Background: an optimization exercise with open tools, aiming at small area and a short achievable clock period. Do not read the settings as production practice. RTL that was checked went through simulation tests only; none was proved equivalent to the original. No driver is modelled on the clock port, so clock power and skew are understated where the tree is cut down; a real chip needs a root buffer or a tree. Power is estimated from default activity; no workload was simulated.

== lane 3 ==
Design rerok_rx, start of the top module:
module rerok_rx (
    input  wire        clk,
    input  wire        rst,           
    input  wire        from_board,    
    input  wire        sym_valid,
    input  wire [9:0]  sym,
    output reg         word_valid,
    output wire [5:0]  word_index,
    output wire [31:0] word_data,
    output reg         frame_done,
    output reg  [2:0]  frame_reason,
    output wire [7:0]  frame_type,
    output wire [15:0] frame_seq,
    output wire [7:0]  frame_len
);
Size in the first run: roughly 630 cells after synthesis, roughly 140 flip-flops, about 89 I/O pins, about 0.0073 mm^2 of cells after synthesis.
make LEC_CHECK=0 CAP_MARGIN=20 CORE_MARGIN=2 CORE_UTILIZATION=40 SLEW_MARGIN=20 finish   # period 10.0 ns
run.sh (not shown) runs the stock make flow with config.mk's settings and CLKGATE_MAP_FILE= SYNTH_SCRIPT=/design/flow/synth_recipe.tcl, a recipe that flattens the netlist after the stock synthesis.
Input-level comparison between lane 5 and lane 3:
Settings: setting CTS_CLUSTER_SIZE to 40 for the first time; setting CTS_BUF_LIST to sky130_fd_sc_hd__clkbuf_4 sky130_fd_sc_hd__clkbuf_8 for the first time; setting CTS_CLUSTER_DIAMETER to 100 for the first time.
==> flow/flow/run.sh (new file) <==
#!/bin/bash
# The standard layout, with plain buf_2 cells as the port buffers.
set -euo pipefail
export BUFFER_PORTS_ARGS="-buffer_cell sky130_fd_sc_hd__buf_2"
bash standard.sh > standard.log 2>&1
==> flow/standard.sh (new file) <==
#!/bin/bash
# synth_recipe.tcl (not shown) runs the flow's synth.tcl, then flattens the netlist and writes it again
# the make line also repeats each setting of config.mk as NAME=value (left out here)
make -C /OpenROAD-flow-scripts/flow DESIGN_CONFIG=/design/flow/config.mk WORK_HOME=/design/flow/orfs CLKGATE_MAP_FILE= SYNTH_SCRIPT=/design/flow/synth_recipe.tcl "${@:-finish}"
removed: flow/run.sh
### Flow results
Vias after detailed routing of lane 5 falls short of that of lane 3 by a few percent.
Diff lane 3 -> lane 5 | combinational group share of total power | increase of 2.0 points
Lane 5 vs. lane 3: met1 track demand over resource went down by 1.4 points.
Function was not checked in any run of this note: the RTL went through the layout flow alone.

---

rerok_rx, a different RTL version from the one above (not shown whole).
Size: roughly 580 cells after synthesis, roughly 140 flip-flops, roughly 6600 sq um of cells after synthesis.
export LEC_CHECK = 0
export CAP_MARGIN = 20
export CORE_AREA = 2.3 2.72 105.8 106.08
export DIE_AREA = 0 0 108.1 108.1
export PLACE_DENSITY = 0.8
export SLEW_MARGIN = 20
create_clock -name core_clock -period 10.0 [get_ports {clk}]
standard.sh (not shown) runs the stock make flow with config.mk's settings and CLKGATE_MAP_FILE= SYNTH_SCRIPT=/design/flow/synth_recipe.tcl, a recipe that flattens the netlist after the stock synthesis.
==> flow/flow/run.sh <==
#!/bin/bash
# Standard layout with these changes:
# - synthesis: the standard flow's synthesis script, with an area-oriented ABC mapping script
#   (flow/abc_area.script) in place of ORFS's abc_speed.script; everything else
#   (registers, -nofsm -noshare, flattening, renaming) is the standard flow's own;
# - plain buf_2 cells as the port buffers;
# - between placement and routing, flow/post_place.tcl (output isolation, a
#   shallow clock distribution and setup repair) in place of TritonCTS.
# Each tool's output goes to a log of its own here (synth.log, place.log,
# post_place.log, finish.log) besides ORFS's own logs under orfs/logs.
set -euo pipefail
RES=$PWD/orfs/results/sky130hd/rerok_rx/base
# ORFS's scripts folder, with the ABC script replaced, for the synthesis step only
rm -rf scripts
cp -r "$FLOW_HOME/scripts" scripts
cp flow/abc_area.script scripts/abc_speed.script
bash standard.sh SCRIPTS_DIR=$PWD/scripts synth > synth.log 2>&1
export BUFFER_PORTS_ARGS="-buffer_cell sky130_fd_sc_hd__buf_2"
bash standard.sh place > place.log 2>&1
RES=$RES RT_MARGIN=7.33 ISO_MIN=2 NROOT=4 NLEAF=4 LEAF=inv_16 ROOT=inv_8 \
  openroad -no_init -exit flow/post_place.tcl > post_place.log 2>&1
bash standard.sh finish > finish.log 2>&1
==> flow/flow/post_place.tcl <==
# Runs between placement and routing, in place of TritonCTS.
#
# 1. Output isolation: where the register behind an output port's buffer also
#    drives ISO_MIN or more other pins, those pins get a buf_1 of their own, so
#    that the register drives little more than the port buffer.
# 3. Setup repair (resizing and buffering) aimed at a period of 10 ns less
#    RT_MARGIN, where RT_MARGIN is above 0.
set plat $::env(FLOW_HOME)/platforms/sky130hd
set res $::env(RES)
read_lef $plat/lef/sky130_fd_sc_hd.tlef
read_lef $plat/lef/sky130_fd_sc_hd_merged.lef
read_liberty $plat/lib/sky130_fd_sc_hd__tt_025C_1v80.lib
read_db $res/3_place.odb
read_sdc $res/3_place.sdc
source $plat/setRC.tcl

set block [ord::get_db_block]

# --- output isolation
set iso_min $::env(ISO_MIN)
set n 0
foreach bt [$block getBTerms] {
  if {[$bt getIoType] ne "OUTPUT"} { continue }
  set buf ""
  foreach it [[$bt getNet] getITerms] {
    if {[$it isOutputSignal]} { set buf [$it getInst] }
  }
  if {$buf eq ""} { continue }
  set inet [[$buf findITerm A] getNet]
  set others {}
  foreach it [$inet getITerms] {
    if {[$it isInputSignal] && [$it getInst] ne $buf} {
      lappend others [sta::find_pin "[[$it getInst] getName]/[[$it getMTerm] getName]"]
    }
  }
  if {[llength $others] >= $iso_min} {
    insert_buffer -buffer_cell sky130_fd_sc_hd__buf_1 -net [sta::find_net [$inet getName]] -load_pins $others
    incr n
  }
}
puts "output isolation buffers: $n"

# --- clock distribution
set clknet [$block findNet clk]
$clknet setSigType CLOCK
set nroot $::env(NROOT)
set nleaf $::env(NLEAF)
set leafm [[ord::get_db] findMaster sky130_fd_sc_hd__$::env(LEAF)]
set rootm [[ord::get_db] findMaster sky130_fd_sc_hd__$::env(ROOT)]

proc bisect {pts n axis} {
  if {$n <= 1} { return [list $pts] }
  set pts [lsort -integer -index $axis $pts]
  set h [expr {[llength $pts] / 2}]
  return [concat [bisect [lrange $pts 0 [expr {$h - 1}]] [expr {$n / 2}] [expr {1 - $axis}]] \
                 [bisect [lrange $pts $h end] [expr {$n / 2}] [expr {1 - $axis}]]]
}

proc outterm {inst} {
  set t [$inst findITerm X]
  if {$t eq "NULL"} { set t [$inst findITerm Y] }
  return $t
}

proc drive {name master grp innet} {
  set block [ord::get_db_block]
  set inst [odb::dbInst_create $block $master $name]
  set net [odb::dbNet_create $block ${name}_net]
  $net setSigType CLOCK
  set sx 0
  set sy 0
  foreach e $grp {
    lassign $e x y term
    $term disconnect
    $term connect $net
    incr sx $x
    incr sy $y
  }
  [$inst findITerm A] connect $innet
  [outterm $inst] connect $net
  set cx [expr {$sx / [llength $grp]}]
  set cy [expr {$sy / [llength $grp]}]
  $inst setLocation $cx $cy
  $inst setPlacementStatus PLACED
  return [list $cx $cy [$inst findITerm A]]
}

set pts {}
foreach it [$clknet getITerms] {
  set bb [[$it getInst] getBBox]
  lappend pts [list [expr {([$bb xMin] + [$bb xMax]) / 2}] [expr {([$bb yMin] + [$bb yMax]) / 2}] $it]
}
puts "clock sinks: [llength $pts]"
set leaves {}
set g 0
foreach grp [bisect $pts $nleaf 0] {
  lappend leaves [drive clkleaf_$g $leafm $grp $clknet]
  incr g
}
if {$nroot > 0} {
  set g 0
  foreach grp [bisect $leaves $nroot 0] {
    drive clkroot_$g $rootm $grp $clknet
    incr g
  }
}

detailed_placement
set_propagated_clock [all_clocks]
estimate_parasitics -placement

# 3. Setup repair aimed at a period of 10 ns less RT_MARGIN.
if {$::env(RT_MARGIN) > 0} {
  repair_timing -setup -setup_margin $::env(RT_MARGIN)
  detailed_placement
  estimate_parasitics -placement
}
check_placement -verbose
report_clock_latency
set w 0
foreach pin [all_registers -clock_pins] {
  foreach e {rise fall} { set w [expr {max($w, [get_property $pin slew_max_$e])}] }
}
puts "estimated worst clock pin slew: $w"
report_checks -path_delay max -format end -group_path_count 10
report_checks -path_delay max -fields {fanout cap slew}
write_db $res/4_1_cts.odb
write_sdc -no_timestamp $res/4_cts.sdc
Other scripts of this flow, unchanged in this note and not shown: flow/flow/abc_area.script
Next try:
--- a/flow/flow/run.sh
+++ b/flow/flow/run.sh
@@ -8,3 +8 @@
-#   shallow clock distribution and setup repair) in place of TritonCTS.
-# Each tool's output goes to a log of its own here (synth.log, place.log,
-# post_place.log, finish.log) besides ORFS's own logs under orfs/logs.
+#   shallow clock distribution) in place of TritonCTS.
@@ -20 +18 @@
-RES=$RES RT_MARGIN=7.33 ISO_MIN=2 NROOT=4 NLEAF=4 LEAF=inv_16 ROOT=inv_8 \
+RES=$RES RT_MARGIN=7.4 ISO_MIN=2 NROOT=4 NLEAF=4 LEAF=inv_16 ROOT=inv_8 \
@@ -22 +20 @@
-bash standard.sh finish > finish.log 2>&1
+SETUP_SLACK_MARGIN=7.3 bash standard.sh finish > finish.log 2>&1
CORE_AREA = 2.3 2.72 113.62 111.52   (was 2.3 2.72 105.8 106.08)
DIE_AREA = 0 0 116.045 116.045   (was 0 0 108.1 108.1)
Outcome:
- first-iteration DRC count increases by 31%
- die area came out higher by about 15%
- routed wire length goes up by 6.3%
- clock skew barely changes
- via count climbs by about 2%
- cell count rose by 5.2%
- global-route usage fell by 2.8 points
- register-to-register slack gets better by 0.07 ns
- total power went up by about 0.6%
- worst setup slack is worse by 0.0039 ns
- sequential share of layout area falls by 1.2 points
No run of this note takes its clock network from TritonCTS; it comes from the design's own scripts or RTL.

---

Another version of the RTL of rerok_rx (not shown whole).
For scale: ~130 flip-flops, about 89 I/O pins.
Settings: LEC_CHECK=0, CAP_MARGIN=20, CORE_MARGIN=2, CORE_UTILIZATION=40, CTS_BUF_LIST=sky130_fd_sc_hd__clkbuf_4 sky130_fd_sc_hd__clkbuf_8, CTS_CLUSTER_DIAMETER=100, CTS_CLUSTER_SIZE=40, SLEW_MARGIN=20; clock period 10.0 ns.
run.sh (not shown) runs the stock make flow with config.mk's settings and CLKGATE_MAP_FILE= SYNTH_SCRIPT=/design/flow/synth_recipe.tcl, a recipe that flattens the netlist after the stock synthesis.
Stock flow here: none of the scripts above is used.
==> next run, changes <==
Settings changed: CTS_BUF_LIST sky130_fd_sc_hd__clkbuf_4 sky130_fd_sc_hd__clkbuf_8 to not set, CTS_CLUSTER_DIAMETER 100 to not set, CTS_CLUSTER_SIZE 40 to not set.
Result:
- synthesized area is unchanged
- design area increases by a few percent
- worst setup slack loses 27 ps
- non-clock buffer count is unchanged
No run of this note included a check of the RTL's function; only the layout flow was run.

---

rerok_rx with an RTL version that a note above also has.
For scale: about 580 cells after synthesis, ~140 flip-flops, ~89 I/O pins.
Settings: LEC_CHECK=0, CAP_MARGIN=20, CORE_AREA=2.3 2.72 105.8 106.08, DIE_AREA=0 0 108.1 108.1, PLACE_DENSITY=0.8, SLEW_MARGIN=20; clock period 10.0 ns.
standard.sh (not shown) runs the stock make flow with config.mk's settings and CLKGATE_MAP_FILE= SYNTH_SCRIPT=/design/flow/synth_recipe.tcl, a recipe that flattens the netlist after the stock synthesis.
==> flow/flow/run.sh <==
#!/bin/bash
# Standard layout with these changes:
# - synthesis: the standard flow's synthesis script, with an area-oriented ABC mapping script
#   (flow/abc_area.script) in place of ORFS's abc_speed.script; everything else
#   (registers, -nofsm -noshare, flattening, renaming) is the standard flow's own;
# - plain buf_2 cells as the port buffers;
# - between placement and routing, flow/post_place.tcl (output isolation, a
#   shallow clock distribution and setup repair) in place of TritonCTS.
# Each tool's output goes to a log of its own here (synth.log, place.log,
# post_place.log, finish.log) besides ORFS's own logs under orfs/logs.
set -euo pipefail
RES=$PWD/orfs/results/sky130hd/rerok_rx/base
# ORFS's scripts folder, with the ABC script replaced, for the synthesis step only
rm -rf scripts
cp -r "$FLOW_HOME/scripts" scripts
cp flow/abc_area.script scripts/abc_speed.script
bash standard.sh SCRIPTS_DIR=$PWD/scripts synth > synth.log 2>&1
export BUFFER_PORTS_ARGS="-buffer_cell sky130_fd_sc_hd__buf_2"
bash standard.sh place > place.log 2>&1
RES=$RES RT_MARGIN=7.38 ISO_MIN=1 OUTBUF_NEAR=1 NROOT=4 NLEAF=4 LEAF=inv_16 ROOT=inv_8 \
  openroad -no_init -exit flow/post_place.tcl > post_place.log 2>&1
bash standard.sh finish > finish.log 2>&1
==> flow/flow/post_place.tcl <==
# Runs between placement and routing, in place of TritonCTS.
#
# 1. Output isolation: where the register behind an output port's buffer also
#    drives ISO_MIN or more other pins, those pins get a buf_1 of their own, so
#    that the register drives little more than the port buffer. With
#    OUTBUF_NEAR 1 the port buffer is moved next to that register.
# 3. Setup repair (resizing and buffering) aimed at a period of 10 ns less
#    RT_MARGIN, where RT_MARGIN is above 0.
set plat $::env(FLOW_HOME)/platforms/sky130hd
set res $::env(RES)
read_lef $plat/lef/sky130_fd_sc_hd.tlef
read_lef $plat/lef/sky130_fd_sc_hd_merged.lef
read_liberty $plat/lib/sky130_fd_sc_hd__tt_025C_1v80.lib
read_db $res/3_place.odb
read_sdc $res/3_place.sdc
source $plat/setRC.tcl

set block [ord::get_db_block]

# --- output isolation
set iso_min $::env(ISO_MIN)
set n 0
foreach bt [$block getBTerms] {
  if {[$bt getIoType] ne "OUTPUT"} { continue }
  set buf ""
  foreach it [[$bt getNet] getITerms] {
    if {[$it isOutputSignal]} { set buf [$it getInst] }
  }
  if {$buf eq ""} { continue }
  set inet [[$buf findITerm A] getNet]
  set others {}
  foreach it [$inet getITerms] {
    if {[$it isInputSignal] && [$it getInst] ne $buf} {
      lappend others [sta::find_pin "[[$it getInst] getName]/[[$it getMTerm] getName]"]
    }
  }
  set loc {}
  foreach it [$inet getITerms] {
    if {[$it isOutputSignal]} {
      set bb [[$it getInst] getBBox]
      set dbu [[ord::get_db_block] getDbUnitsPerMicron]
      set loc [list [expr {double([$bb xMin]) / $dbu}] [expr {double([$bb yMin]) / $dbu}]]
    }
  }
  if {[llength $others] >= $iso_min} {
    if {$::env(OUTBUF_NEAR) && $loc ne {}} {
      insert_buffer -buffer_cell sky130_fd_sc_hd__buf_1 -net [sta::find_net [$inet getName]] -load_pins $others -location $loc
    } else {
      insert_buffer -buffer_cell sky130_fd_sc_hd__buf_1 -net [sta::find_net [$inet getName]] -load_pins $others
    }
    incr n
  }
  # The port buffer goes next to the register that drives it, so that the
  # register sees a short wire and the buffer drives the wire to the pin.
  if {$::env(OUTBUF_NEAR) && [[[$buf findITerm A] getNet] getITerms] ne ""} {
    foreach it [$inet getITerms] {
      if {[$it isOutputSignal]} {
        set bb [[$it getInst] getBBox]
        $buf setLocation [$bb xMin] [$bb yMin]
      }
    }
  }
}
puts "output isolation buffers: $n"

# --- clock distribution
set clknet [$block findNet clk]
$clknet setSigType CLOCK
set nroot $::env(NROOT)
set nleaf $::env(NLEAF)
set leafm [[ord::get_db] findMaster sky130_fd_sc_hd__$::env(LEAF)]
set rootm [[ord::get_db] findMaster sky130_fd_sc_hd__$::env(ROOT)]

proc bisect {pts n axis} {
  if {$n <= 1} { return [list $pts] }
  set pts [lsort -integer -index $axis $pts]
  set h [expr {[llength $pts] / 2}]
  return [concat [bisect [lrange $pts 0 [expr {$h - 1}]] [expr {$n / 2}] [expr {1 - $axis}]] \
                 [bisect [lrange $pts $h end] [expr {$n / 2}] [expr {1 - $axis}]]]
}

proc outterm {inst} {
  set t [$inst findITerm X]
  if {$t eq "NULL"} { set t [$inst findITerm Y] }
  return $t
}

proc drive {name master grp innet} {
  set block [ord::get_db_block]
  set inst [odb::dbInst_create $block $master $name]
  set net [odb::dbNet_create $block ${name}_net]
  $net setSigType CLOCK
  set sx 0
  set sy 0
  foreach e $grp {
    lassign $e x y term
    $term disconnect
    $term connect $net
    incr sx $x
    incr sy $y
  }
  [$inst findITerm A] connect $innet
  [outterm $inst] connect $net
  set cx [expr {$sx / [llength $grp]}]
  set cy [expr {$sy / [llength $grp]}]
  $inst setLocation $cx $cy
  $inst setPlacementStatus PLACED
  return [list $cx $cy [$inst findITerm A]]
}

set pts {}
foreach it [$clknet getITerms] {
  set bb [[$it getInst] getBBox]
  lappend pts [list [expr {([$bb xMin] + [$bb xMax]) / 2}] [expr {([$bb yMin] + [$bb yMax]) / 2}] $it]
}
puts "clock sinks: [llength $pts]"
set leaves {}
set g 0
foreach grp [bisect $pts $nleaf 0] {
  lappend leaves [drive clkleaf_$g $leafm $grp $clknet]
  incr g
}
if {$nroot > 0} {
  set g 0
  foreach grp [bisect $leaves $nroot 0] {
    drive clkroot_$g $rootm $grp $clknet
    incr g
  }
}

detailed_placement
set_propagated_clock [all_clocks]
estimate_parasitics -placement

# 3. Setup repair aimed at a period of 10 ns less RT_MARGIN.
if {$::env(RT_MARGIN) > 0} {
  repair_timing -setup -setup_margin $::env(RT_MARGIN)
  detailed_placement
  estimate_parasitics -placement
}
check_placement -verbose
report_clock_latency
set w 0
foreach pin [all_registers -clock_pins] {
  foreach e {rise fall} { set w [expr {max($w, [get_property $pin slew_max_$e])}] }
}
puts "estimated worst clock pin slew: $w"
report_checks -path_delay max -format end -group_path_count 10
report_checks -path_delay max -fields {fanout cap slew}
write_db $res/4_1_cts.odb
write_sdc -no_timestamp $res/4_cts.sdc
Other scripts of this flow, unchanged in this note and not shown: flow/flow/abc_area.script
The starting point produced a clean layout.
Rerun with:
--- a/flow/flow/run.sh
+++ b/flow/flow/run.sh
@@ -5,3 +5,4 @@
 #   (registers, -nofsm -noshare, flattening, renaming) is the standard flow's own;
-# - plain buf_2 cells as the port buffers;
+# - plain buf_2 cells as the output port buffers, buf_1 as the input ones
+#   (flow/pre_gpl.tcl);
 # - between placement and routing, flow/post_place.tcl (output isolation, a
@@ -17,5 +18,6 @@
 bash standard.sh SCRIPTS_DIR=$PWD/scripts synth > synth.log 2>&1
-export BUFFER_PORTS_ARGS="-buffer_cell sky130_fd_sc_hd__buf_2"
+export BUFFER_PORTS_ARGS="-outputs -buffer_cell sky130_fd_sc_hd__buf_2"
+export PRE_GLOBAL_PLACE_TCL=$PWD/flow/pre_gpl.tcl
 bash standard.sh place > place.log 2>&1
-RES=$RES RT_MARGIN=7.38 ISO_MIN=1 OUTBUF_NEAR=1 NROOT=4 NLEAF=4 LEAF=inv_16 ROOT=inv_8 \
+RES=$RES RT_MARGIN=7.38 ISO_MIN=2 NROOT=4 NLEAF=4 LEAF=inv_16 ROOT=inv_8 \
   openroad -no_init -exit flow/post_place.tcl > post_place.log 2>&1
--- a/flow/flow/post_place.tcl
+++ b/flow/flow/post_place.tcl
@@ -4,4 +4,3 @@
 #    drives ISO_MIN or more other pins, those pins get a buf_1 of their own, so
-#    that the register drives little more than the port buffer. With
-#    OUTBUF_NEAR 1 the port buffer is moved next to that register.
+#    that the register drives little more than the port buffer.
 # 3. Setup repair (resizing and buffering) aimed at a period of 10 ns less
@@ -36,27 +35,5 @@
   }
-  set loc {}
-  foreach it [$inet getITerms] {
-    if {[$it isOutputSignal]} {
-      set bb [[$it getInst] getBBox]
-      set dbu [[ord::get_db_block] getDbUnitsPerMicron]
-      set loc [list [expr {double([$bb xMin]) / $dbu}] [expr {double([$bb yMin]) / $dbu}]]
-    }
-  }
   if {[llength $others] >= $iso_min} {
-    if {$::env(OUTBUF_NEAR) && $loc ne {}} {
-      insert_buffer -buffer_cell sky130_fd_sc_hd__buf_1 -net [sta::find_net [$inet getName]] -load_pins $others -location $loc
-    } else {
-      insert_buffer -buffer_cell sky130_fd_sc_hd__buf_1 -net [sta::find_net [$inet getName]] -load_pins $others
-    }
+    insert_buffer -buffer_cell sky130_fd_sc_hd__buf_1 -net [sta::find_net [$inet getName]] -load_pins $others
     incr n
-  }
-  # The port buffer goes next to the register that drives it, so that the
-  # register sees a short wire and the buffer drives the wire to the pin.
-  if {$::env(OUTBUF_NEAR) && [[[$buf findITerm A] getNet] getITerms] ne ""} {
-    foreach it [$inet getITerms] {
-      if {[$it isOutputSignal]} {
-        set bb [[$it getInst] getBBox]
-        $buf setLocation [$bb xMin] [$bb yMin]
-      }
-    }
   }
==> flow/flow/pre_gpl.tcl (new file) <==
# Sourced by ORFS's global placement step before it buffers the ports: the
# input ports get buf_1 cells here (they drive one or a few flip-flop inputs);
# ORFS then buffers the outputs with the cell BUFFER_PORTS_ARGS names.
buffer_ports -inputs -buffer_cell sky130_fd_sc_hd__buf_1
Clock skew stays flat.
Synthesized cell count does not change.
Utilization shrinks by 0.65 points.
Worst setup slack degrades by 0.11 ns.
Wire length shrinks by roughly a tenth.
Critical path depth grows by 9.
In every run of this note, the design's own scripts or RTL, not TritonCTS, make the clock network.

-- afterwards: timing with drivers on the ports --
The results above use ideal ports. As a check the final layouts listed here were re-extracted and re-timed, cells and wires unchanged. Step 1 assumes that a clkbuf_16 drives the clock port and a buf_2 every other input. Step 2 moves the port delays by t, midway between the first and last clock arrival at a register: inputs arrive t later, outputs are due t later. That takes back most of the time a late clock gives input paths. Slacks: ideal / step 1 / step 2; pairs: ideal / step 1.
| run | t, ns | setup slack, ns | worst register clock-pin slew, ns | pins driven straight from the clock port |
|---|---|---|---|---|
| lane 3 | 0.463 | 6.326 / 6.284 / 6.069 | 0.07 / 0.07 | 1 |
| lane 5 | 0.486 | 6.704 / 6.666 / 6.533 | 0.09 / 0.09 | 1 |
| the first run of note 2 | 0.250 | 7.257 / 7.130 / 7.313 | 0.11 / 0.11 | 4 |
| the second run of note 2 | 0.254 | 7.253 / 7.124 / 7.378 | 0.11 / 0.11 | 4 |
| the first run of note 3 | 0.485 | 5.293 / 5.293 / 5.293 | 0.09 / 0.09 | 1 |
| the second run of note 3 | 0.457 | 5.266 / 5.266 / 5.266 | 0.06 / 0.06 | 1 |
| the first run of note 4 | 0.253 | 7.254 / 7.127 / 7.339 | 0.11 / 0.11 | 4 |
| the second run of note 4 | 0.252 | 7.140 / 7.129 / 7.140 | 0.11 / 0.11 | 4 |
After both steps setup and hold are still met in every run listed. For lane 3, which loses most, drivers alone change the setup slack by -0.042 ns; drivers and shift together by -0.257 ns.
